This design comes from an exercise in tuning for small area, a short achievable clock period and few clock cycles on the open sky130 flow, not from production work. Where RTL was checked, it was by simulation tests only, not by an equivalence proof against the original. Power is estimated from default activity; no workload was simulated.

## birch
// canopy_fec_tx
module canopy_fec_tx (
    input  wire        clk,
    input  wire        rst,         
    input  wire        start,
    input  wire [30:0] seed,
    input  wire        in_valid,
    output wire        in_ready,
    input  wire [9:0]  in_sym,
    output reg         out_valid,
    input  wire        out_ready,
    output reg  [13:0] out_trits,
    output reg         out_first    
);
Size in the first run: ~1300 cells after synthesis, ~63 I/O pins.
clock: 13.0 ns
lec_check: 0
abc_clock_period_in_ps: 4000
cap_margin: 20
core_margin: 2
core_utilization: 55
cts_buf_list: sky130_fd_sc_hd__clkbuf_8
cts_cluster_diameter: 50
cts_cluster_size: 14
slew_margin: 20
standard.sh (not shown) runs the stock make flow with config.mk's settings and CLKGATE_MAP_FILE= SYNTH_SCRIPT=/design/flow/synth_recipe.tcl, a recipe that flattens the netlist after the stock synthesis.
==> flow/flow/run.sh <==
#!/bin/bash
# Own layout flow: the standard synthesis and layout, with
# - the timing repair asked to keep a setup margin, so that paths end up
#   well below the 13 ns clock period the layout is constrained and signed
#   off at;
# - the port buffers made of the smallest buffer (timing repair resizes the
#   ones on critical paths);
# - clock tree synthesis without dummy load cells.
set -euo pipefail
bash standard.sh synth > synth.log 2>&1
bash standard.sh finish SETUP_SLACK_MARGIN=9.3 \
    "BUFFER_PORTS_ARGS=-buffer_cell sky130_fd_sc_hd__buf_1" \
    "CTS_ARGS=-sink_clustering_enable -repair_clock_nets -buf_list sky130_fd_sc_hd__clkbuf_8 -sink_clustering_size 14 -sink_clustering_max_diameter 50 -dont_use_dummy_load" \
    > layout.log 2>&1
Testbench counts of birch, summed over its fixed seeds: cycles 52,368.
diff inputs: birch => pine
--- a/flow/design.v
+++ b/flow/design.v
@@ -608,51 +608,48 @@
     reg  [9:0] sym_q;           
     reg        v_q;
     reg  [9:0] ccnt;            
     reg        flush;           
     reg        sof;             
     reg  [3:0] cwi;             
     reg        fpend;           
     reg  [9:0] par [0:15];
     reg [30:0] scr;
     reg [19:0] gw;              
     reg        emp, hi;
     reg  [3:0] ph;              
-    reg [10:0] e_q;             
-    reg        e_v, e_first;
     assign in_ready = in_ready_r;
     wire clr       = rst | start;
     wire acc       = in_valid & in_ready_r;    
     wire room      = emp | ~hi;            
     wire hold      = v_q & ~room;
     wire push_d    = v_q & room;
     wire par_phase = (ccnt[9:4] == 6'b100001) & ~v_q;
     wire push_p    = par_phase & (flush | room);
     wire push_w    = push_d | (push_p & ~flush);
     wire wrap      = push_p & (ccnt[3:0] == 4'hf);
     wire [9:0]   fb     = v_q ? (sym_q ^ par[15]) : 10'd0;
     wire [9:0]   cw_sym = v_q ? sym_q : par[15];
     wire [159:0] prod   = rs_prod(fb);
     reg  [9:0] key;
     integer b;
     always @(*)
         for (b = 0; b < 10; b = b + 1)
             key[9-b] = scr[30-b] ^ scr[27-b];
     wire [9:0] s = cw_sym ^ key;
     wire [19:0] win = room ? {gw[9:0], s} : gw;
     wire [10:0] grp = win[ph +: 11];
     wire        have = push_w ? ~emp : hi;   
     wire adv_out = ~out_valid | out_ready;
-    wire adv_e   = ~e_v | adv_out;
-    wire pop     = adv_e & have;
+    wire pop     = adv_out & have;
     wire borrow  = (ph == 4'd0);
     wire hi_next = pop ? (push_w & hi & ~borrow) : (push_w ? ~emp : hi);
     wire emp_next = pop ? (borrow & ~(push_w & hi)) : (emp & ~push_w);
     wire [9:0] ccnt_b     = wrap ? 10'd0 : ccnt + {9'd0, push_p};
     wire [9:0] ccnt_b1    = ccnt_b + 10'd1;
     wire       lt0        = (ccnt_b < 10'd528);
     wire       lt1        = (ccnt_b < 10'd527);
     wire       last0      = (ccnt_b == 10'd543);
     wire       flush_next = flush & ~wrap;
     wire       room_np    = push_w ? emp : room;    
     wire       r00 = (lt0 & (~hold | room_np)) | (last0 & (flush_next | room_np));
     wire       r01 = lt0 | last0;                    
@@ -698,31 +695,25 @@
             if (wrap & ~flush)
                 cwi <= (cwi == 4'd10) ? 4'd0 : cwi + 4'd1;
             if (push_d & sof & (cwi == 4'd0))
                 fpend <= 1'b1;
             else if (pop)
                 fpend <= 1'b0;
             emp        <= emp_next;
             hi         <= hi_next;
             if (pop)
                 ph <= (ph == 4'd0) ? 4'd9 : ph - 4'd1;
         end
     end
-    wire [13:0] trits = to_trits(e_q);
+    wire [13:0] trits = to_trits(grp);
     always @(posedge clk) begin
         if (clr) begin
-            e_v       <= 1'b0;
             out_valid <= 1'b0;
         end else begin
-            if (adv_e) begin
-                e_v     <= have;
-                e_q     <= grp;
-                e_first <= fpend;
-            end
             if (adv_out) begin
-                out_valid <= e_v;
+                out_valid <= have;
                 out_trits <= trits;
-                out_first <= e_first;
+                out_first <= fpend;
             end
         end
     end
 endmodule
Notes after the runs:
On xor and xnor area share after synthesis, birch and pine are neck and neck.
Of the two values seen for capture point of the worst path, out_trits[8] was produced by birch and out_trits[9]$_DFFE_PP_ by pine.
Compared with birch, in pine largest clock skew in the final design up 13 ps; net count of the mapped netlist up 16; area after synthesis flat; summed area of non-filler cells in the final layout up about 4.7%.
On pine: global router's overall resource usage is 3.2 points higher than what birch gave.
Min number of logic inverters in the finished layout across birch and pine: birch
The RTL of pine was laid out without a check of its function.

---

canopy_fec_tx, a different RTL version from the one above (not shown whole).
For scale: roughly 1,300 cells after synthesis, roughly 280 flip-flops, ~63 I/O pins, ~16,000 um^2 of cells after synthesis.
export LEC_CHECK = 0
export ABC_CLOCK_PERIOD_IN_PS = 4000
export CAP_MARGIN = 20
export CORE_MARGIN = 2
export CORE_UTILIZATION = 55
export CTS_BUF_LIST = sky130_fd_sc_hd__clkbuf_8
export CTS_CLUSTER_DIAMETER = 50
export CTS_CLUSTER_SIZE = 14
export SLEW_MARGIN = 20
create_clock -name core_clock -period 13.0 [get_ports {clk}]
Scripts as last shown in full above: flow/flow/run.sh
Testbench counts at the start, summed over its fixed seeds: cycles 52,368.
Rerun with:
--- a/flow/design.v
+++ b/flow/design.v
@@ -604,17 +604,16 @@
                 to_trits[2*k +: 2] = c[k] ? {u[2*k], ~u[2*k+1] & ~u[2*k]} : u[2*k +: 2];
         end
     endfunction
     reg        in_ready_r;
     reg  [9:0] sym_q;           
     reg        v_q;
     reg  [9:0] ccnt;            
     reg        flush;           
-    reg        sof;             
     reg  [3:0] cwi;             
     reg        fpend;           
     reg  [9:0] par [0:15];
     reg [30:0] scr;
     reg [19:0] gw;              
     reg        emp, hi;
     reg  [3:0] ph;              
     reg [10:0] e_q;             
@@ -624,39 +623,39 @@
     wire acc       = in_valid & in_ready_r;    
     wire room      = emp | ~hi;            
     wire hold      = v_q & ~room;
     wire push_d    = v_q & room;
     wire par_phase = (ccnt[9:4] == 6'b100001) & ~v_q;
     wire push_p    = par_phase & (flush | room);
     wire push_w    = push_d | (push_p & ~flush);
     wire wrap      = push_p & (ccnt[3:0] == 4'hf);
+    wire [9:0]   fb     = v_q ? (sym_q ^ par[15]) : 10'd0;
     wire [9:0]   cw_sym = v_q ? sym_q : par[15];
-    wire [9:0]   fb     = cw_sym ^ par[15];     
     wire [159:0] prod   = rs_prod(fb);
     reg  [9:0] key;
     integer b;
     always @(*)
         for (b = 0; b < 10; b = b + 1)
             key[9-b] = scr[30-b] ^ scr[27-b];
     wire [9:0] s = cw_sym ^ key;
     wire [19:0] win = room ? {gw[9:0], s} : gw;
     wire [10:0] grp = win[ph +: 11];
     wire        have = push_w ? ~emp : hi;   
     wire adv_out = ~out_valid | out_ready;
     wire adv_e   = ~e_v | adv_out;
     wire pop     = adv_e & have;
     wire borrow  = (ph == 4'd0);
     wire hi_next = pop ? (push_w & hi & ~borrow) : (push_w ? ~emp : hi);
     wire emp_next = pop ? (borrow & ~(push_w & hi)) : (emp & ~push_w);
-    wire [9:0] ccnt_b     = wrap ? 10'd0 : ccnt + {9'd0, push_p};
-    wire [9:0] ccnt_b1    = ccnt_b + 10'd1;
-    wire       lt0        = (ccnt_b < 10'd528);
-    wire       lt1        = (ccnt_b < 10'd527);
-    wire       last0      = (ccnt_b == 10'd543);
+    wire [9:0] ccnt_inc   = ccnt + 10'd1;
+    wire [9:0] ccnt_nx    = wrap ? {9'd0, acc} : ((acc | push_p) ? ccnt_inc : ccnt);
+    wire       lt0        = wrap | (~push_p & (ccnt < 10'd528));
+    wire       lt1        = wrap | (~push_p & (ccnt < 10'd527));
+    wire       last0      = ~wrap & (push_p ? (ccnt == 10'd542) : (ccnt == 10'd543));
     wire       flush_next = flush & ~wrap;
     wire       room_np    = push_w ? emp : room;    
     wire       r00 = (lt0 & (~hold | room_np)) | (last0 & (flush_next | room_np));
     wire       r01 = lt0 | last0;                    
     wire       r10 = lt1 & room_np;
     wire       r11 = lt1;
     wire       ready_next = pop ? (acc ? r11 : r01) : (acc ? r10 : r00);
     always @(posedge clk) begin
@@ -675,34 +674,29 @@
             scr <= {scr[20:0], key};
     end
     always @(posedge clk) begin
         if (clr) begin
             in_ready_r <= 1'b0;
             v_q        <= 1'b0;
             ccnt       <= 10'd528;
             flush      <= 1'b1;
-            sof        <= 1'b1;
             cwi        <= 4'd0;
             fpend      <= 1'b0;
             emp        <= 1'b1;
             hi         <= 1'b0;
             ph         <= 4'd9;
         end else begin
             in_ready_r <= ready_next;
             v_q        <= acc | hold;
-            ccnt       <= acc ? ccnt_b1 : ccnt_b;
+            ccnt       <= ccnt_nx;
             flush      <= flush_next;
-            if (push_d)
-                sof <= 1'b0;
-            else if (wrap)
-                sof <= 1'b1;
             if (wrap & ~flush)
                 cwi <= (cwi == 4'd10) ? 4'd0 : cwi + 4'd1;
-            if (push_d & sof & (cwi == 4'd0))
+            if (push_d & (ccnt == 10'd1) & (cwi == 4'd0))
                 fpend <= 1'b1;
             else if (pop)
                 fpend <= 1'b0;
             emp        <= emp_next;
             hi         <= hi_next;
             if (pop)
                 ph <= (ph == 4'd0) ? 4'd9 : ph - 4'd1;
         end
Result:
- The changed run completed without violations
- cell count drops by 4.2%
- synthesized area drops by 0.60%
- clock power drops by about 6%
- non-clock buffer count drops by 43
- worst setup slack got worse by 72 ps
- wire length drops by about 2.2%
- total power drops by about 2.5%
Testbench counts after the change, summed over its fixed seeds: cycles 52,368.

what the ideal ports hide:
How much do the figures lean on ideal ports? The routed layouts below were timed once more, with nothing changed but the port constraints.
Step 1 (the two cells are an assumption about what drives the block):
set clk [get_ports {clk}]
set_driving_cell -lib_cell sky130_fd_sc_hd__clkbuf_16 $clk
set_driving_cell -lib_cell sky130_fd_sc_hd__buf_2 [delete_from_list [all_inputs] $clk]
Step 2, shift: input delay + t, output delay - t, t = (earliest + latest rising clock arrival at the registers) / 2. This alone moves slack from input paths to output paths.
a / b / c = no drivers / after step 1 / after step 2; a / b = the first two.
run	shift t [ns]	slack for setup (ns)	cell pins on the clock port's net
birch	0.561	9.323 / 9.277 / 8.919	1
pine	0.627	8.007 / 8.007 / 8.007	1
the first run of note 2	0.561	9.349 / 9.299 / 8.891	1
the second run of note 2	0.623	9.277 / 9.227 / 8.827	1
After both steps every run listed still meets setup and hold. For the first run of note 2, which loses most, drivers alone change the setup slack by -0.050 ns; drivers and shift together by -0.458 ns.
